This is an optimization exercise on Yosys and OpenROAD, whose aim is small area, a short achievable clock period and few clock cycles per item, not a production implementation.
Function was checked by simulation only, so behaviour that the tests miss may differ from the original.

**flow/design.v**
```verilog
module gra_mac (
    input  wire         clk,
    input  wire         rst,
    input  wire         start,
    input  wire [6:0]   nwords,      
    input  wire [255:0] key,
    input  wire [63:0]  ctr,
    output wire         ready,
    input  wire         in_valid,
    input  wire [31:0]  in_data,
    output wire         in_ready,
    output wire         done,
    output wire [127:0] mac
);
    localparam integer S_IDLE = 0,
                       S_PRE  = 1,       
                       S_INIT = 2,       
                       S_RND  = 3,
                       S_ADD  = 4,       
                       S_ROT  = 5,       
                       S_WAIT = 6,       
                       S_DONE = 7;       
    function [31:0] bswap;
        input [31:0] x;
        bswap = {x[7:0], x[15:8], x[23:16], x[31:24]};
    endfunction
    function [31:0] rotr;
        input [31:0] x;
        input integer n;
        rotr = (x >> n) | (x << (32 - n));
    endfunction
    function [31:0] bsig0;
        input [31:0] x;
        bsig0 = rotr(x, 2) ^ rotr(x, 13) ^ rotr(x, 22);
    endfunction
    function [31:0] bsig1;
        input [31:0] x;
        bsig1 = rotr(x, 6) ^ rotr(x, 11) ^ rotr(x, 25);
    endfunction
    function [31:0] ssig0;
        input [31:0] x;
        ssig0 = rotr(x, 7) ^ rotr(x, 18) ^ (x >> 3);
    endfunction
    function [31:0] ssig1;
        input [31:0] x;
        ssig1 = rotr(x, 17) ^ rotr(x, 19) ^ (x >> 10);
    endfunction
    function [1:0] kfun;
        input [7:0] s;
        input [5:0] r;
        input       op;
        begin
            kfun = 2'd0;
            if (s[S_RND]) begin
                case (r[1:0])
                    2'b10:   kfun = 2'd3;
                    2'b11:   kfun = 2'd2;
                    default: kfun = 2'd1;
                endcase
            end else if (s[S_ROT]) begin
                case (r[1:0])
                    2'b10:   kfun = 2'd2;
                    2'b11:   kfun = 2'd1;
                    default: kfun = 2'd0;
                endcase
            end else if (s[S_ADD] && op) begin
                kfun = 2'd3;
            end
        end
    endfunction
    localparam [255:0] IV = {32'h6a09e667, 32'hbb67ae85, 32'h3c6ef372, 32'ha54ff53a,
                             32'h510e527f, 32'h9b05688c, 32'h1f83d9ab, 32'h5be0cd19};
    reg  [7:0]   st;          
    reg          outer;       
    reg          keyblk;      
    reg          opad;        
    reg          fin_blk;     
    reg          is_last;     
    reg  [5:0]   rc;          
    reg  [3:0]   slot_r;      
    reg  [4:0]   have_r;      
    reg          nbrk;        
    reg  [7:0]   rem;         
    reg  [31:0]  w [0:15];    
    reg  [31:0]  a, b, c, d, e, f, g, h;
    reg  [31:0]  p;           
    reg  [31:0]  hv [0:7];    
    wire        in_idle  = st[S_IDLE];
    wire        in_pre   = st[S_PRE];
    wire        in_init  = st[S_INIT];
    wire        in_rnd   = st[S_RND];
    wire        in_add   = st[S_ADD];
    wire        in_rot   = st[S_ROT];
    wire        in_wait  = st[S_WAIT];
    wire        in_done  = st[S_DONE];
    wire        last_in  = !outer && is_last;
    assign done  = in_done;
    assign ready = in_idle || in_done;
    function [8:0] fsel;
        input [7:0] s;
        input [5:0] r;
        input       o, kb, fb, il;
        input [3:0] sr;
        reg         fd, nf, fk, fo, fi;
        reg  [3:0]  sl;
        reg         r0, e12, lt, ct, li;
        begin
            r0  = (r == 6'd0);
            e12 = s[S_RND] && !r0 && (r <= 6'd13);
            lt  = (s[S_RND] && (r0 || r == 6'd63)) || s[S_ADD];
            ct  = !o && !il;
            li  = !o && il;
            fd = 1'b0; nf = 1'b0; sl = 4'd0;
            if (s[S_IDLE] || s[S_DONE]) begin
                fd = 1'b1; nf = 1'b1; sl = 4'd0;
            end else if (s[S_PRE]) begin
                fd = 1'b1; sl = 4'd1;
            end else if (s[S_INIT]) begin
                fd = 1'b1; sl = 4'd2;
            end else if (s[S_WAIT]) begin
                fd = 1'b1; sl = sr;
            end else if (s[S_ROT]) begin
                fd = 1'b1; nf = (r[1:0] == 2'd2); sl = {2'b0, r[1:0] ^ 2'b10};
            end else if (e12) begin
                fd = 1'b1; sl = r[3:0] + 4'd2;
            end else begin
                if (s[S_RND] && r == 6'd63 && ct) begin
                    fd = 1'b1; nf = 1'b1; sl = 4'd0;
                end
                if (s[S_RND] && r0 && (ct || li)) begin
                    fd = 1'b1; nf = li; sl = {3'd0, ct};
                end
                if (s[S_ADD] && (ct || li)) begin
                    fd = 1'b1; sl = {2'd0, ct, li};
                end
            end
            fk = s[S_IDLE] || s[S_PRE] || s[S_DONE] || ((s[S_INIT] || e12) && kb) || (lt && li);
            fo = !s[S_IDLE] && !s[S_PRE] && !s[S_DONE] && (o || (lt && li));
            fi = s[S_ROT] || (e12 && fb);
            fsel = {fd, nf, sl, fk, fo, fi};
        end
    endfunction
    wire        cont     = !outer && !is_last;       
    wire        rc0      = (rc == 6'd0);
    wire        r62      = in_rnd && (rc == 6'd63);
    wire        r63      = in_rnd && rc0;
    wire        early    = in_rnd && !rc0 && (rc <= 6'd13);
    wire        feed, newfeed, f_key, f_opad, f_ih;
    wire [3:0]  slot;
    assign {feed, newfeed, slot, f_key, f_opad, f_ih} = fsel(st, rc, outer, keyblk, fin_blk, is_last, slot_r);
    wire [4:0]  have     = newfeed ? 5'd0 : have_r;
    reg  [1:0]  ksel;         
    wire [31:0] hv_ar   = hv[ksel];
    wire [31:0] hv_er   = hv[{1'b1, ksel}];
    wire [31:0] len_bits = 32'd768 + {20'd0, nwords, 5'd0};
    wire [31:0] pad      = f_opad ? 32'h5c5c5c5c : 32'h36363636;
    wire        rem_pos  = !rem[7] && (rem != 8'd0);
    reg  [31:0] src_word;
    reg         src_in;       
    always @(*) begin
        src_word = 32'd0;
        src_in   = 1'b0;
        if (f_key) begin
            src_word = pad;
            if (!slot[3]) src_word = bswap(key[32*slot[2:0] +: 32]) ^ pad;
        end else if (f_ih) begin
            if (!slot[3])            src_word = slot[2] ? hv_er : hv_ar;
            else if (slot == 4'd8)   src_word = 32'h80000000;
            else if (slot == 4'd15)  src_word = 32'd768;
        end else begin
            if (rem_pos) begin
                src_word = bswap(in_data);
                src_in   = 1'b1;
            end else if (rem == 8'd0)               src_word = bswap(ctr[31:0]);
            else if (rem == 8'hff)                  src_word = bswap(ctr[63:32]);
            else if (rem == 8'hfe)                  src_word = 32'h80000000;
            else if (slot == 4'd15 && rem != 8'hfd) src_word = len_bits;
        end
    end
    wire        want     = feed && ({1'b0, slot} == have);
    wire        avail    = !src_in || in_valid;
    wire        take     = want && avail;
    wire        miss     = want && !avail;
    wire        take_msg = take && !f_key && !f_ih;
    reg         in_ready_r;   
    assign in_ready = in_ready_r;
    wire [31:0] w_new;
    gra_mac_sched u_sched (.w0(w[0]), .w1(w[1]), .w9(w[9]), .w14(w[14]), .w_new(w_new));
    reg  [31:0] tail;
    always @(*) begin
        if (take)
            tail = src_word;
        else if (feed)
            tail = w[0];              
        else
            tail = w_new;
    end
    reg  [1:0]  k;
    reg         rot;
    reg         ff_iv;
    reg  [31:0] iv_a, iv_e;
    always @(*) begin
        case (k)
            2'd0: begin iv_a = IV[255:224]; iv_e = IV[127:96]; end
            2'd1: begin iv_a = IV[223:192]; iv_e = IV[95:64];  end
            2'd2: begin iv_a = IV[191:160]; iv_e = IV[63:32];  end
            default: begin iv_a = IV[159:128]; iv_e = IV[31:0]; end
        endcase
    end
    wire [31:0] hv_a    = ff_iv ? iv_a : hv_ar;
    wire [31:0] hv_e    = ff_iv ? iv_e : hv_er;
    wire [31:0] st_a    = rot ? d : (in_init ? 32'd0 : a);
    wire [31:0] st_e    = rot ? h : (in_init ? 32'd0 : e);
    wire [31:0] sum_a, sum_e;
    gra_mac_add32 u_ffa (.x(hv_a), .y(st_a), .s(sum_a));
    gra_mac_add32 u_ffe (.x(hv_e), .y(st_e), .s(sum_e));
    wire        ld_iv   = in_init && keyblk;
    wire [31:0] ld1     = ld_iv ? IV[223:192] : hv[1];
    wire [31:0] ld2     = ld_iv ? IV[191:160] : hv[2];
    wire [31:0] ld3     = ld_iv ? IV[159:128] : hv[3];
    wire [31:0] ld5     = ld_iv ? IV[95:64]   : hv[5];
    wire [31:0] ld6     = ld_iv ? IV[63:32]   : hv[6];
    wire [31:0] ld7     = ld_iv ? IV[31:0]    : hv[7];
    wire [31:0] a_new, e_new;
    gra_mac_round u_round (.a(a), .b(b), .c(c), .d(d), .e(e), .f(f), .g(g), .p(p),
                           .a_new(a_new), .e_new(e_new));
    wire        shift = in_rnd || rot;
    wire [31:0] hnext = shift ? g : ld7;
    wire [31:0] p_new;
    gra_mac_pnext u_pnext (.rc(rc), .hnext(hnext), .w14(w[14]), .p_new(p_new));
    integer i;
    always @(posedge clk) begin
        for (i = 0; i < 15; i = i + 1)
            w[i] <= w[i+1];
        w[15] <= tail;
        p <= p_new;
        a <= in_rnd ? a_new : sum_a;
        e <= in_rnd ? e_new : sum_e;
        if (shift) begin
            b <= a; c <= b; d <= c;
            f <= e; g <= f; h <= g;
        end else begin
            b <= ld1; c <= ld2; d <= ld3;
            f <= ld5; g <= ld6; h <= ld7;
        end
    end
    reg         ff_wr;        
    reg         h3_wr;        
    reg  [1:0]  wk;
    wire [31:0] bus_a  = h3_wr ? d : sum_a;
    always @(posedge clk) begin
        if (ff_wr || h3_wr)
            hv[wk] <= bus_a;
        if (ff_wr)
            hv[{1'b1, k}] <= sum_e;
    end
    assign mac = {bswap(hv[3]), bswap(hv[2]), bswap(hv[1]), bswap(hv[0])};
    reg  [7:0]  st_n;
    reg  [5:0]  rc_n;
    reg         outer_n, keyblk_n, opad_n, fin_n, last_n, nbrk_n;
    reg  [3:0]  slot_n;
    reg  [4:0]  have_n;
    reg  [7:0]  rem_n;
    always @(*) begin
        st_n     = 8'd0;
        rc_n     = rc;
        outer_n  = outer;
        keyblk_n = keyblk;
        opad_n   = opad;
        fin_n    = fin_blk;
        last_n   = is_last;
        nbrk_n   = nbrk;
        rem_n    = rem;
        if (feed) begin
            slot_n = slot + 4'd1;
            have_n = take ? have + 5'd1 : have;
        end else begin
            slot_n = slot_r + 4'd1;
            have_n = have_r;
        end
        if (take_msg) begin
            rem_n = rem - 8'd1;
            if (slot == 4'd15) last_n = rem[7] && (rem <= 8'hfc);
        end
        case (1'b1)
            in_idle: begin
                st_n[start ? S_PRE : S_IDLE] = 1'b1;
            end
            in_pre: begin
                outer_n  = 1'b0;
                keyblk_n = 1'b1;
                opad_n   = 1'b0;
                fin_n    = 1'b0;
                last_n   = 1'b0;
                rem_n    = {1'b0, nwords} + 8'd6;
                nbrk_n   = 1'b0;
                rc_n     = 6'd0;
                st_n[S_INIT] = 1'b1;
            end
            in_init: begin
                rc_n = 6'd1;
                st_n[miss ? S_WAIT : S_RND] = 1'b1;
            end
            in_wait: begin
                rc_n = 6'd0;
                st_n[(slot_r == 4'd1 && (have_r > 5'd1 || (have_r == 5'd1 && avail))) ? S_INIT : S_WAIT] = 1'b1;
            end
            in_rnd: begin
                if (!rc0) rc_n = rc + 6'd1;
                if ((r62 || r63) && miss) nbrk_n = 1'b1;
                if (early && miss)
                    st_n[S_WAIT] = 1'b1;
                else if (rc0)
                    st_n[S_ADD] = 1'b1;
                else
                    st_n[S_RND] = 1'b1;
            end
            in_add: begin
                rc_n   = 6'd1;
                nbrk_n = 1'b0;
                if (fin_blk) begin
                    st_n[S_DONE] = 1'b1;
                end else if (opad) begin
                    rc_n     = 6'd62;
                    keyblk_n = 1'b0;
                    opad_n   = 1'b0;
                    fin_n    = 1'b1;
                    st_n[S_ROT] = 1'b1;
                end else if (last_in) begin
                    rc_n     = 6'd0;
                    outer_n  = 1'b1;
                    keyblk_n = 1'b1;
                    opad_n   = 1'b1;
                    st_n[S_INIT] = 1'b1;
                end else begin
                    keyblk_n = 1'b0;
                    st_n[(nbrk || miss) ? S_WAIT : S_RND] = 1'b1;
                end
            end
            in_rot: begin
                rc_n = rc0 ? 6'd1 : rc + 6'd1;
                st_n[rc0 ? S_RND : S_ROT] = 1'b1;
            end
            in_done: begin
                st_n[start ? S_PRE : S_IDLE] = 1'b1;
            end
            default: st_n[S_IDLE] = 1'b1;
        endcase
        if (rst) begin
            st_n   = 8'd0;
            st_n[S_IDLE] = 1'b1;
            nbrk_n = 1'b0;
        end
    end
    wire        feed_n, newfeed_n, f_key_n, f_opad_n, f_ih_n;
    wire [3:0]  fslot_n;
    assign {feed_n, newfeed_n, fslot_n, f_key_n, f_opad_n, f_ih_n} =
        fsel(st_n, rc_n, outer_n, keyblk_n, fin_n, last_n, slot_n);
    wire [4:0]  fhave_n  = newfeed_n ? 5'd0 : have_n;
    wire        ready_n  = feed_n && ({1'b0, fslot_n} == fhave_n) && !f_key_n && !f_ih_n
                           && !rem_n[7] && (rem_n != 8'd0);
    wire        rot_n   = st_n[S_ROT] || (st_n[S_ADD] && opad_n);
    wire [1:0]  k_n     = kfun(st_n, rc_n, opad_n);
    wire        ffwr_n  = !opad_n && ((st_n[S_RND] && (rc_n == 6'd0 || rc_n[5:1] == 5'b11111)) || st_n[S_ADD]);
    wire        h3wr_n  = fin_n && st_n[S_RND] && (rc_n != 6'd0) && (rc_n <= 6'd4);
    reg  [1:0]  wk_n;
    always @(*) begin
        wk_n = k_n;
        if (h3wr_n) begin
            case (rc_n[1:0])
                2'b01:   wk_n = 2'd3;
                2'b10:   wk_n = 2'd2;
                2'b11:   wk_n = 2'd1;
                default: wk_n = 2'd0;
            endcase
        end
    end
    always @(posedge clk) begin
        k          <= k_n;
        ksel       <= (feed_n && f_ih_n) ? fslot_n[1:0] : k_n;
        rot        <= rot_n;
        ff_iv      <= rot_n || keyblk_n;
        ff_wr      <= ffwr_n;
        h3_wr      <= h3wr_n;
        wk         <= wk_n;
        st         <= st_n;
        rc         <= rc_n;
        outer      <= outer_n;
        keyblk     <= keyblk_n;
        opad       <= opad_n;
        fin_blk    <= fin_n;
        is_last    <= last_n;
        nbrk       <= nbrk_n;
        slot_r     <= slot_n;
        have_r     <= have_n;
        rem        <= rem_n;
        in_ready_r <= ready_n;
    end
endmodule
module gra_mac_round (
    input  wire [31:0] a, b, c, d, e, f, g, p,
    output wire [31:0] a_new, e_new
);
    function [31:0] skadd;
        input [31:0] u, v;
        reg   [31:0] gg, pp;
        integer i, l;
        begin
            gg = u & v;
            pp = u ^ v;
            for (l = 1; l < 32; l = l * 2)
                for (i = 0; i < 32; i = i + 1)
                    if ((i / l) % 2 == 1) begin
                        gg[i] = gg[i] | (pp[i] & gg[(i / l) * l - 1]);
                        pp[i] = pp[i] & pp[(i / l) * l - 1];
                    end
            skadd = u ^ v ^ {gg[30:0], 1'b0};
        end
    endfunction
    function [31:0] rotr;
        input [31:0] x;
        input integer n;
        rotr = (x >> n) | (x << (32 - n));
    endfunction
    function [31:0] bsig0;
        input [31:0] x;
        bsig0 = rotr(x, 2) ^ rotr(x, 13) ^ rotr(x, 22);
    endfunction
    function [31:0] bsig1;
        input [31:0] x;
        bsig1 = rotr(x, 6) ^ rotr(x, 11) ^ rotr(x, 25);
    endfunction
    wire [31:0] ch    = (e & f) ^ (~e & g);
    wire [31:0] maj   = (a & b) ^ (a & c) ^ (b & c);
    wire [31:0] s1    = bsig1(e);
    wire [31:0] s0    = bsig0(a);
    wire [31:0] x1    = p ^ s1 ^ ch;
    wire [31:0] y1    = {(p[30:0] & s1[30:0]) | (p[30:0] & ch[30:0]) | (s1[30:0] & ch[30:0]), 1'b0};
    wire [31:0] x2    = x1 ^ y1 ^ d;
    wire [31:0] y2    = {(x1[30:0] & y1[30:0]) | (x1[30:0] & d[30:0]) | (y1[30:0] & d[30:0]), 1'b0};
    wire [31:0] u2    = x1 ^ y1 ^ s0;
    wire [31:0] v2    = {(x1[30:0] & y1[30:0]) | (x1[30:0] & s0[30:0]) | (y1[30:0] & s0[30:0]), 1'b0};
    wire [31:0] u3    = u2 ^ v2 ^ maj;
    wire [31:0] v3    = {(u2[30:0] & v2[30:0]) | (u2[30:0] & maj[30:0]) | (v2[30:0] & maj[30:0]), 1'b0};
    assign e_new = skadd(x2, y2);
    assign a_new = skadd(u3, v3);
endmodule
module gra_mac_sched (
    input  wire [31:0] w0, w1, w9, w14,
    output wire [31:0] w_new
);
    function [31:0] bkadd;
        input [31:0] u, v;
        reg   [31:0] gg, pp;
        integer i, l;
        begin
            gg = u & v;
            pp = u ^ v;
            for (l = 1; l < 32; l = l * 2)
                for (i = 2*l - 1; i < 32; i = i + 2*l) begin
                    gg[i] = gg[i] | (pp[i] & gg[i-l]);
                    pp[i] = pp[i] & pp[i-l];
                end
            for (l = 8; l >= 1; l = l / 2)
                for (i = 3*l - 1; i < 32; i = i + 2*l) begin
                    gg[i] = gg[i] | (pp[i] & gg[i-l]);
                    pp[i] = pp[i] & pp[i-l];
                end
            bkadd = u ^ v ^ {gg[30:0], 1'b0};
        end
    endfunction
    function [31:0] rotr;
        input [31:0] x;
        input integer n;
        rotr = (x >> n) | (x << (32 - n));
    endfunction
    function [31:0] ssig0;
        input [31:0] x;
        ssig0 = rotr(x, 7) ^ rotr(x, 18) ^ (x >> 3);
    endfunction
    function [31:0] ssig1;
        input [31:0] x;
        ssig1 = rotr(x, 17) ^ rotr(x, 19) ^ (x >> 10);
    endfunction
    wire [31:0] wq0   = ssig0(w1);
    wire [31:0] wq1   = ssig1(w14);
    wire [31:0] wx1   = w0 ^ w9 ^ wq0;
    wire [31:0] wy1   = {(w0[30:0] & w9[30:0]) | (w0[30:0] & wq0[30:0]) | (w9[30:0] & wq0[30:0]), 1'b0};
    wire [31:0] wx2   = wx1 ^ wy1 ^ wq1;
    wire [31:0] wy2   = {(wx1[30:0] & wy1[30:0]) | (wx1[30:0] & wq1[30:0]) | (wy1[30:0] & wq1[30:0]), 1'b0};
    assign w_new = bkadd(wx2, wy2);
endmodule
module gra_mac_pnext (
    input  wire [5:0]  rc,
    input  wire [31:0] hnext, w14,
    output wire [31:0] p_new
);
    function [31:0] bkadd;
        input [31:0] u, v;
        reg   [31:0] gg, pp;
        integer i, l;
        begin
            gg = u & v;
            pp = u ^ v;
            for (l = 1; l < 32; l = l * 2)
                for (i = 2*l - 1; i < 32; i = i + 2*l) begin
                    gg[i] = gg[i] | (pp[i] & gg[i-l]);
                    pp[i] = pp[i] & pp[i-l];
                end
            for (l = 8; l >= 1; l = l / 2)
                for (i = 3*l - 1; i < 32; i = i + 2*l) begin
                    gg[i] = gg[i] | (pp[i] & gg[i-l]);
                    pp[i] = pp[i] & pp[i-l];
                end
            bkadd = u ^ v ^ {gg[30:0], 1'b0};
        end
    endfunction
    function [31:0] kconst;
        input [5:0] i;
        case (i)
            6'd0: kconst = 32'h428a2f98;
            6'd1: kconst = 32'h71374491;
            6'd2: kconst = 32'hb5c0fbcf;
            6'd3: kconst = 32'he9b5dba5;
            6'd4: kconst = 32'h3956c25b;
            6'd5: kconst = 32'h59f111f1;
            6'd6: kconst = 32'h923f82a4;
            6'd7: kconst = 32'hab1c5ed5;
            6'd8: kconst = 32'hd807aa98;
            6'd9: kconst = 32'h12835b01;
            6'd10: kconst = 32'h243185be;
            6'd11: kconst = 32'h550c7dc3;
            6'd12: kconst = 32'h72be5d74;
            6'd13: kconst = 32'h80deb1fe;
            6'd14: kconst = 32'h9bdc06a7;
            6'd15: kconst = 32'hc19bf174;
            6'd16: kconst = 32'he49b69c1;
            6'd17: kconst = 32'hefbe4786;
            6'd18: kconst = 32'h0fc19dc6;
            6'd19: kconst = 32'h240ca1cc;
            6'd20: kconst = 32'h2de92c6f;
            6'd21: kconst = 32'h4a7484aa;
            6'd22: kconst = 32'h5cb0a9dc;
            6'd23: kconst = 32'h76f988da;
            6'd24: kconst = 32'h983e5152;
            6'd25: kconst = 32'ha831c66d;
            6'd26: kconst = 32'hb00327c8;
            6'd27: kconst = 32'hbf597fc7;
            6'd28: kconst = 32'hc6e00bf3;
            6'd29: kconst = 32'hd5a79147;
            6'd30: kconst = 32'h06ca6351;
            6'd31: kconst = 32'h14292967;
            6'd32: kconst = 32'h27b70a85;
            6'd33: kconst = 32'h2e1b2138;
            6'd34: kconst = 32'h4d2c6dfc;
            6'd35: kconst = 32'h53380d13;
            6'd36: kconst = 32'h650a7354;
            6'd37: kconst = 32'h766a0abb;
            6'd38: kconst = 32'h81c2c92e;
            6'd39: kconst = 32'h92722c85;
            6'd40: kconst = 32'ha2bfe8a1;
            6'd41: kconst = 32'ha81a664b;
            6'd42: kconst = 32'hc24b8b70;
            6'd43: kconst = 32'hc76c51a3;
            6'd44: kconst = 32'hd192e819;
            6'd45: kconst = 32'hd6990624;
            6'd46: kconst = 32'hf40e3585;
            6'd47: kconst = 32'h106aa070;
            6'd48: kconst = 32'h19a4c116;
            6'd49: kconst = 32'h1e376c08;
            6'd50: kconst = 32'h2748774c;
            6'd51: kconst = 32'h34b0bcb5;
            6'd52: kconst = 32'h391c0cb3;
            6'd53: kconst = 32'h4ed8aa4a;
            6'd54: kconst = 32'h5b9cca4f;
            6'd55: kconst = 32'h682e6ff3;
            6'd56: kconst = 32'h748f82ee;
            6'd57: kconst = 32'h78a5636f;
            6'd58: kconst = 32'h84c87814;
            6'd59: kconst = 32'h8cc70208;
            6'd60: kconst = 32'h90befffa;
            6'd61: kconst = 32'ha4506ceb;
            6'd62: kconst = 32'hbef9a3f7;
            6'd63: kconst = 32'hc67178f2;
        endcase
    endfunction
    wire [31:0] kval  = kconst(rc);
    wire [31:0] px    = hnext ^ kval ^ w14;
    wire [31:0] py    = {(hnext[30:0] & kval[30:0]) | (hnext[30:0] & w14[30:0]) | (kval[30:0] & w14[30:0]), 1'b0};
    assign p_new = bkadd(px, py);
endmodule
module gra_mac_add32 (
    input  wire [31:0] x, y,
    output wire [31:0] s
);
    function [31:0] bkadd;
        input [31:0] u, v;
        reg   [31:0] gg, pp;
        integer i, l;
        begin
            gg = u & v;
            pp = u ^ v;
            for (l = 1; l < 32; l = l * 2)
                for (i = 2*l - 1; i < 32; i = i + 2*l) begin
                    gg[i] = gg[i] | (pp[i] & gg[i-l]);
                    pp[i] = pp[i] & pp[i-l];
                end
            for (l = 8; l >= 1; l = l / 2)
                for (i = 3*l - 1; i < 32; i = i + 2*l) begin
                    gg[i] = gg[i] | (pp[i] & gg[i-l]);
                    pp[i] = pp[i] & pp[i-l];
                end
            bkadd = u ^ v ^ {gg[30:0], 1'b0};
        end
    endfunction
    assign s = bkadd(x, y);
endmodule
```
**flow/flow/run.sh**
```bash
#!/bin/bash
set -euo pipefail
export BUFFER_PORTS_ARGS="-buffer_cell sky130_fd_sc_hd__buf_1"
export CTS_ARGS="-sink_clustering_enable -repair_clock_nets -dont_use_dummy_load -buf_list {sky130_fd_sc_hd__clkbuf_4 sky130_fd_sc_hd__clkbuf_8}"
sed -e 's/SETUP_SLACK_MARGIN=5/SETUP_SLACK_MARGIN=5.5/' standard.sh > standard_custom.sh
grep -q 'SETUP_SLACK_MARGIN=5.5' standard_custom.sh
bash standard_custom.sh > flow.log 2>&1
```
**flow/standard.sh**
```bash
#!/bin/bash
# synth_recipe.tcl (not shown) runs the flow's synth.tcl, then flattens the netlist and writes it again
# the make line also repeats each setting of config.mk as NAME=value (left out here)
make -C /OpenROAD-flow-scripts/flow DESIGN_CONFIG=/design/flow/config.mk WORK_HOME=/design/flow/orfs CLKGATE_MAP_FILE= SYNTH_SCRIPT=/design/flow/synth_recipe.tcl "${@:-finish}"
```
**flow/config.mk**
```make
export PLATFORM = sky130hd
export DESIGN_NAME = gra_mac
export DESIGN_NICKNAME = gra_mac
export VERILOG_FILES = /design/flow/design.v
export SDC_FILE = /design/flow/constraint.sdc
export NUM_CORES = 4
export LEC_CHECK = 0
export ABC_AREA = 1
export CAP_MARGIN = 20
export CORE_MARGIN = 2
export CORE_UTILIZATION = 50
export SETUP_SLACK_MARGIN = 5
export SLEW_MARGIN = 20
export SYNTH_HIERARCHICAL = 1
export TNS_END_PERCENT = 10
```
**flow/constraint.sdc**
```tcl
create_clock -name core_clock -period 10.0 [get_ports {clk}]
set_input_delay 2.0000 -clock core_clock [delete_from_list [all_inputs] [get_ports {clk}]]
set_output_delay 2.0000 -clock core_clock [all_outputs]
set_load 0.01 [all_outputs]
```
==> flow_summary.json, run 1 <==
{
  "num-fill-cells": 10700,
  "dp.cells": 8533,
  "maxCapViolCount": 0,
  "min_from": "w[4][28]$_DFF_P_",
  "fmax_ghz": 0.220,
  "clkTransAtPathRegs_ns": 0.06,
  "synth_top_cell_area_share_pct": 29.0,
  "hold_viol_final": 0,
  "synth.avg_cell_area_um2": 8.71,
  "period_needed_ns": 4.54,
  "crit_path_top_delay_cell": "fa_1",
  "syn_to_final_growth_pct": 14.5,
  "antenna_found_initial": 16,
  "synth_seq_cells": 1104,
  "yosysUniqueCellTypes": 80,
  "outcome": "finished clean",
  "clock_latency_ns": 0.97,
  "r2r-start": "w[1][9]$_DFF_P_",
  "drt_wl_total_mm": 236,
  "drt_iter0_markers": 5787,
  "clock_sinks": 1104,
  "fin_cells": 8827,
  "seq_area_frac_synth_pct": 42.1,
  "synth_ff_type": "dfxtp_1",
  "gp_congestion": 0.985,
  "yosys.area_share.simple_pct": 14.5,
  "grt_max_degree": 103,
  "cts_tree": "built",
  "synthTopCellsByArea": "dfxtp_1 29%, edfxtp_1 13%, fa_1 9.6%",
  "synth_compound_area_share_pct": 13.8,
  "synthesis.nets": 7602,
  "h-tree-depth": 4,
  "first_pass_iters": 7,
  "drive_gt1_share_pct": 11.2,
  "hold_buffers": 0,
  "io_buffer_count": 493,
  "pre_cts_ws_ns": 3.99,
  "relSlewSlack_pct": 25.7,
  "finalCritPeriodShare_pct": 45.4,
  "netlist_top_cells_count": "1,173 x nand2_1, 1,053 x inv_1, 848 x dfxtp_1",
  "root_buffer": "clkbuf_8",
  "ctsLongestPathBuffers": 3,
  "min_path_cells": 0,
  "synth_xor_area_share_pct": 5.50,
  "tns_ns": 0,
  "setup_viol": 0,
  "grt_overflow": 0,
  "cts_buffers": 183,
  "maxSlewViolCount": 0,
  "synthCells": 6727,
  "start_kind": "register",
  "synth_top_family_by_area": "adder cells",
  "crit_path_start": "w[1][9]$_DFF_P_",
  "die_area_um2": 120000,
  "rsz0062_at_grt": "yes",
  "worst_slew_pin_slew_ns": 1.11,
  "dieHeight_um": 346,
  "core-area_um2": 116000,
  "postRouteAntennaNets": 0,
  "finClkSkew_ns": 0.116,
  "nets": 8172,
  "r2r_slack_ns": 5.46,
  "hp-class": "reg -> reg",
  "yosys_warnings": 13,
  "yosysMostFrequentCell": "nand2_1",
  "grt_pass1_vias": 48400,
  "viasPerCell": 5.76,
  "synth-edff-count": 256,
  "worstPathMaxFanout": 4,
  "path_cells": "xnor2_2 -> xor2_1 -> fa_2 -> fa_1 -> inv_2 -> ha_4 -> nand2_2 -> nor2_2 -> nand3_2 -> nand2_2 -> buf_4 -> buf_4 -> buf_4 -> inv_1 -> o21bai_2 -> inv_1 -> fa_1 -> inv_1 -> nand2_1 -> a21oi_2 -> a211o_1",
  "synth_async_sr_flop_share_pct": 0,
  "setup_slack_ns": 5.46,
  "die_w_um": 346,
  "synth_top_area_cell": "dfxtp_1",
  "path_class": "reg -> reg",
  "drcViolationCount": 0,
  "r2r_cells": 21,
  "synth_fa_ha_area_share_pct": 14.7,
  "crit_arrival_ns": 5.29,
  "initial_core_util_pct": 50.4,
  "cp-end-kind": "register",
  "muxShareOfSynthArea_pct": 0.551,
  "syn-cell-area_um2": 58600,
  "grt_pass1_wl_mm": 330,
  "cp.required_ns": 10.74,
  "slowest_delay_ns": 0.57,
  "grt_usage_pct": 37.9,
  "dp_hpwl_mm": 174,
  "rows": 125,
  "final_util_pct": 57.7,
  "io-pin-count": 494,
  "wl_per_cell_um": 26.7,
  "num_vias": 50900
}
## final timing paths
check / end
max: w[15][12]$_DFF_P_
min: w[3][28]$_DFF_P_
max reg2reg: w[15][12]$_DFF_P_
min reg2reg: w[3][28]$_DFF_P_
## modules after synthesis, one instance, submodules excluded
module | flops+latches | area (um2)
gra_mac | 1104 | 38100
gra_mac_add32 | 0 | 1360
gra_mac_pnext | 0 | 4850
gra_mac_round | 0 | 8880
gra_mac_sched | 0 | 4030
## metrics by stage
step                      hold slack (ns)  cell area (um2)
after floorplan                     0.310            58600
after global placement              0.310            61800
after detailed placement            0.312            61800
after CTS                           0.243            65300
after global routing                0.248            67100
final                               0.264            67100
## logic make-up after synthesis
kind of cell    Yosys count
buf+inv                1351
fa+ha+maj               521
mux                      29
flops                  1104
compound gates         1330
simple gates           2024
xor+xnor                368
## timing repair
action | in CTS | in global routing
gates resized for setup | 178 | 298
setup endpoints to repair | 329 | 193
pin swaps | 24 | 75
setup buffers | 35 | 53
gates cloned | 9 | 6
## cell type report
cell class / count / area, um2 / share of cell area [%]
timing repair buffer: 649 / 3590 / 5.35
inverter: 1082 / 4140 / 6.17
tap: 1524 / 1910 / 2.84
multi-input combinational: 4276 / 30100 / 44.8
sequential: 1104 / 24800 / 37.0
timing repair inverter: 1 / 7.51 / 0.0112
antenna: 8 / 20.0 / 0.0298
clock buffer: 183 / 2520 / 3.75
## state kept, by name, summed over array words and instances, names as in the netlist, 2 cells and up, named ones only
register  count
f            32
c            32
d            32
rc            6
w           512
wk            2
a            32
g            32
have_r        5
e            32
rem           8
st            8
slot_r        4
hv          256
p            32
b            32
k             2
h            32
## routing by layer
layer | track usage, % | vias up | routed length (um) | part of all wire [%]
met5 | 0 | - | 92 | 0.039
met4 | 24.3 | 14 | 18100 | 7.7
met1 | 46.8 | 24500 | 88900 | 38
met3 | 8.05 | 751 | 21800 | 9.3
li1 | - | 22800 | - | -
met2 | 60.4 | 2872 | 107000 | 45
## worst max-delay path, delay by kind of cell (launching register included)
family | cells | cell delay (ns)
AO/OA/AOI/OAI | 3 | 0.60
adder cells (fa/ha/maj) | 4 | 1.91
XOR/XNOR | 2 | 0.37
flip-flops | 1 | 0.43
buffers and inverters | 7 | 0.60
AND/OR/NAND/NOR | 5 | 0.41
## layout by cell type, fill, tap and decap left out, types with 15 or more instances in the layout
| cell | instances |
|---|---|
| mux2_2 | 26 |
| xor2_1 | 171 |
| inv_2 | 32 |
| nand3_1 | 186 |
| dfxtp_2 | 31 |
| o22ai_1 | 62 |
| nand4_1 | 35 |
| nand2_4 | 25 |
| o21ai_2 | 20 |
| buf_1 | 493 |
| a31oi_1 | 67 |
| buf_4 | 110 |
| o21ai_0 | 519 |
| inv_1 | 1030 |
| nor2_1 | 438 |
| xnor2_1 | 164 |
| a21o_1 | 17 |
| nor3_1 | 27 |
| nand2_1 | 1128 |
| a21oi_1 | 248 |
| nand2_2 | 79 |
| fa_1 | 274 |
| clkbuf_8 | 183 |
| o21bai_1 | 35 |
| o221ai_1 | 53 |
| edfxtp_1 | 256 |
| dfxtp_1 | 783 |
| xnor2_2 | 15 |
| o22a_1 | 56 |
| nand3_2 | 22 |
| o211ai_1 | 26 |
| o21ai_1 | 36 |
| buf_12 | 18 |
| a21oi_2 | 18 |
| ha_1 | 216 |
| dfxtp_4 | 34 |
| nor2_2 | 30 |
| a22o_1 | 45 |
Testbench counts, summed over its fixed seeds: cycles 102,088, items 320.
==> inputs of run 2 (changes only) <==
==> flow/flow/run.sh (replaced) <==
#!/bin/bash
set -euo pipefail
export BUFFER_PORTS_ARGS="-buffer_cell sky130_fd_sc_hd__buf_1"
export CTS_ARGS="-sink_clustering_enable -repair_clock_nets -dont_use_dummy_load -buf_list {sky130_fd_sc_hd__clkbuf_4 sky130_fd_sc_hd__clkbuf_8}"
sed -e 's/SETUP_SLACK_MARGIN=5/SETUP_SLACK_MARGIN=5.75/' standard.sh > standard_custom.sh
grep -q 'SETUP_SLACK_MARGIN=5.75' standard_custom.sh
bash standard_custom.sh > flow.log 2>&1
--- a/flow/config.mk
+++ b/flow/config.mk
@@ -8,8 +8,7 @@
 export ABC_AREA = 1
 export CAP_MARGIN = 20
 export CORE_MARGIN = 2
-export CORE_UTILIZATION = 50
+export CORE_UTILIZATION = 40
 export SETUP_SLACK_MARGIN = 5
 export SLEW_MARGIN = 20
 export SYNTH_HIERARCHICAL = 1
-export TNS_END_PERCENT = 10
==> run 2 against run 1 <==
Synthesized cell count unchanged. Register-to-register slack improved by 0.08 ns. Clock skew increased by 0.0085 ns. Clock-buffer cell count decreased by 5. Cell area increased by 4.1%. Sequential share of layout area decreased by 1.4 points. Via count increased by 0.91%. Largest cell class unchanged.
==> flow_summary.json, run 2 <==
{
  "gp_congestion": 0.966,
  "cts_buffers": 178,
  "synth_ff_type": "dfxtp_1",
  "synth.avg_cell_area_um2": 8.71,
  "cts_tree": "built",
  "cp.required_ns": 10.73,
  "crit_cells": 26,
  "slowest_delay_ns": 0.62,
  "clkTransAtPathRegs_ns": 0.06,
  "ctsLongestPathBuffers": 3,
  "synth_top_area_cell": "dfxtp_1",
  "first_pass_iters": 6,
  "yosysMostFrequentCell": "nand2_1",
  "placed_area_um2": 62400,
  "netlist_top_cells_count": "1,173 x nand2_1, 1,053 x inv_1, 848 x dfxtp_1",
  "yosys_warnings": 13,
  "grt_pass1_vias": 49300,
  "fmax_ghz": 0.224,
  "largest_reg_flops": 512,
  "clock_latency_ns": 0.95,
  "path_class": "reg -> reg",
  "synth_top_cell_area_share_pct": 29.0,
  "io-pin-count": 494,
  "rows": 140,
  "worstPathMaxFanout": 45,
  "synth_seq_cells": 1104,
  "drcViolationCount": 0,
  "dieHeight_um": 387,
  "seq_area_frac_synth_pct": 42.1,
  "wl_per_cell_um": 26.7,
  "path_buf_inv": 4,
  "root_buffer": "clkbuf_8",
  "synthTopCellsByArea": "dfxtp_1 29%, edfxtp_1 13%, fa_1 9.6%",
  "drt_wl_total_mm": 248,
  "r2r-end": "p[31]$_DFF_P_",
  "r2r_slack_ns": 5.53,
  "h-tree-depth": 4,
  "r2r-start": "st[2]$_DFF_P_",
  "final_common_cell": "nand2_1",
  "maxSlewViolCount": 0,
  "nets": 8237,
  "start_kind": "register",
  "crit_arrival_ns": 5.20,
  "worst_slew_pin_slew_ns": 1.34,
  "tns_ns": 0,
  "initial_core_util_pct": 40.3,
  "grt_usage_pct": 31.5,
  "syn-cell-area_um2": 58600,
  "crit_path_end": "p[31]$_DFF_P_",
  "io_buffer_count": 493,
  "synthesis.nets": 7602,
  "layout_common_cells": "1,094 x nand2_1, 1,019 x inv_1, 767 x dfxtp_1",
  "rsz0062_at_grt": "yes",
  "grt_pass1_wl_mm": 343,
  "grt_overflow": 0,
  "period_needed_ns": 4.47,
  "clock_sinks": 1104,
  "drive_gt1_share_pct": 14.6,
  "hold_buffers": 0,
  "postRouteAntennaNets": 0,
  "postLayoutCellArea_um2": 69800,
  "dp_hpwl_mm": 182,
  "hold_viol_final": 0,
  "setup_viol": 0,
  "crit_top_cell": "nand2_2",
  "finClkSkew_ns": 0.124,
  "maxCapViolCount": 0,
  "crit_path_start": "st[2]$_DFF_P_",
  "syn_to_final_growth_pct": 19.2,
  "reg_top3": "w: 512 flops, hv: 256 flops",
  "antenna_found_initial": 25,
  "drt_iter0_markers": 5250,
  "yosysUniqueCellTypes": 80,
  "die_area_um2": 150000,
  "num_vias": 51300,
  "cpLargestDelayFamily": "simple AND/OR/NAND/NOR gates",
  "core-area_um2": 146000,
  "cp-end-kind": "register",
  "viasPerCell": 5.53,
  "die_w_um": 387,
  "outcome": "finished clean",
  "synthCells": 6727,
  "synth_async_sr_flop_share_pct": 0,
  "grt_max_degree": 97,
  "relSlewSlack_pct": 9.66,
  "hp-class": "reg -> reg",
  "regMostFlops": "w",
  "fin_hold_ws_ns": 0.241,
  "synth-edff-count": 256,
  "crit_path_top_delay_cell": "dfxtp_2",
  "r2r_cells": 26,
  "finalCritPeriodShare_pct": 44.7
}
run 2: cell counts after synthesis:
Identical to the previous run, type by type.
run 2: worst min path at each step:
| stage | startpoint | to | slack [ns] | cells past startpoint |
|---|---|---|---|---|
| after floorplan | w[11][0]$_DFF_P_ | w[10][0]$_DFF_P_ | 0.31 | 0 |
| after global placement | w[10][12]$_DFF_P_ | w[9][12]$_DFF_P_ | 0.31 | 0 |
| after detailed placement | w[12][22]$_DFF_P_ | w[11][22]$_DFF_P_ | 0.31 | 0 |
| after CTS | w[8][13]$_DFF_P_ | w[7][13]$_DFF_P_ | 0.21 | 0 |
| after global routing | w[8][13]$_DFF_P_ | w[7][13]$_DFF_P_ | 0.21 | 0 |
| final | w[8][13]$_DFF_P_ | w[7][13]$_DFF_P_ | 0.24 | 0 |
run 2: area by class of cell:
class,instances,area [um2]
multi-input combinational,4277,31300
tap,1917,2400
sequential,1104,24900
timing repair buffer,718,4510
antenna,12,30.0
inverter,1082,4190
clock buffer,178,2450
fill,14000,75700
timing repair inverter,1,16.3
run 2: cell families after synthesis:
group / share of synthesized area, %
flip-flops: 42.1
XOR/XNOR: 5.50
AND/OR/NAND/NOR: 14.5
AO/OA/AOI/OAI: 13.8
multiplexers: 0.551
buffers and inverters: 8.85
adder cells (fa/ha/maj): 14.7
run 2: worst reg2reg max path, stage by stage (launching register included):
cell	delay, ns
dfxtp_2	0.62
nand2_4	0.29
nand2_8	0.27
clkinv_16	0.18
buf_16	0.32
a22o_1	0.24
inv_1	0.12
fa_1	0.23
inv_1	0.06
ha_1	0.29
nand2_1	0.07
nand2_1	0.07
nand3_1	0.10
nand2_2	0.09
nand2_2	0.09
nand2_4	0.08
nand2_4	0.07
nand2_4	0.05
nand2_2	0.06
nand2_2	0.06
nand2_2	0.07
nand2_2	0.05
fa_2	0.35
xnor2_2	0.14
xnor2_1	0.18
nand3b_1	0.12
nand2_1	0.06
run 2: routing by layer:
layer	wire length, um	GRT usage [%]	up-vias
li1	-	-	22900
met1	95900	39.5	24900
met2	112000	50.7	2788
met3	21500	5.84	756
met4	18700	19.0	14
met5	104	0	-
run 2: what timing repair did:
| item | 4_1_cts | 5_1_grt |
|---|---|---|
| setup buffers | 63 | 78 |
| cloned | 13 | 12 |
| resized for setup | 424 | 372 |
| endpoints found under the setup margin | 317 | 211 |
| pin swaps | 99 | 180 |
run 2: metrics by stage:
stage,worst slack [ns],utilization (%),std cells
floorplan,5.76,-,6727
global placement,3.67,42.8,8932
detailed placement,3.75,42.9,8933
CTS,5.56,46.2,9187
global route,5.40,48.0,9284
finish,5.53,48.0,9289
run 2: modules after synthesis, one instance, submodules excluded:
module         copies in the design  flip-flops and latches  cells inside
gra_mac_sched                     1                       0           464
gra_mac                           1                    1104          3884
gra_mac_round                     1                       0          1242
gra_mac_add32                     2                       0           173
gra_mac_pnext                     1                       0           791

==> afterwards: timing with drivers on the ports <==
No port has a modelled driver above. Below, the same layouts with a new extraction and two added sets of constraints.
Step 1, drivers: a clkbuf_16 drives clk and a buf_2 each remaining input, both assumed.
Step 2, shift: input delay + t, output delay - t, t = (earliest + latest rising clock arrival at the registers) / 2. This alone moves slack from input paths to output paths.
Three values: ideal, step 1, step 2; two values: the first two.
| run | shift t [ns] | setup slack, ns | worst setup path after step 2 |
|---|---|---|---|
| run 1 | 0.971 | 5.456 / 5.456 / 5.456 | register to register |
| run 2 | 0.971 | 5.534 / 5.534 / 5.534 | register to register |
After both steps every run listed still meets setup and hold.
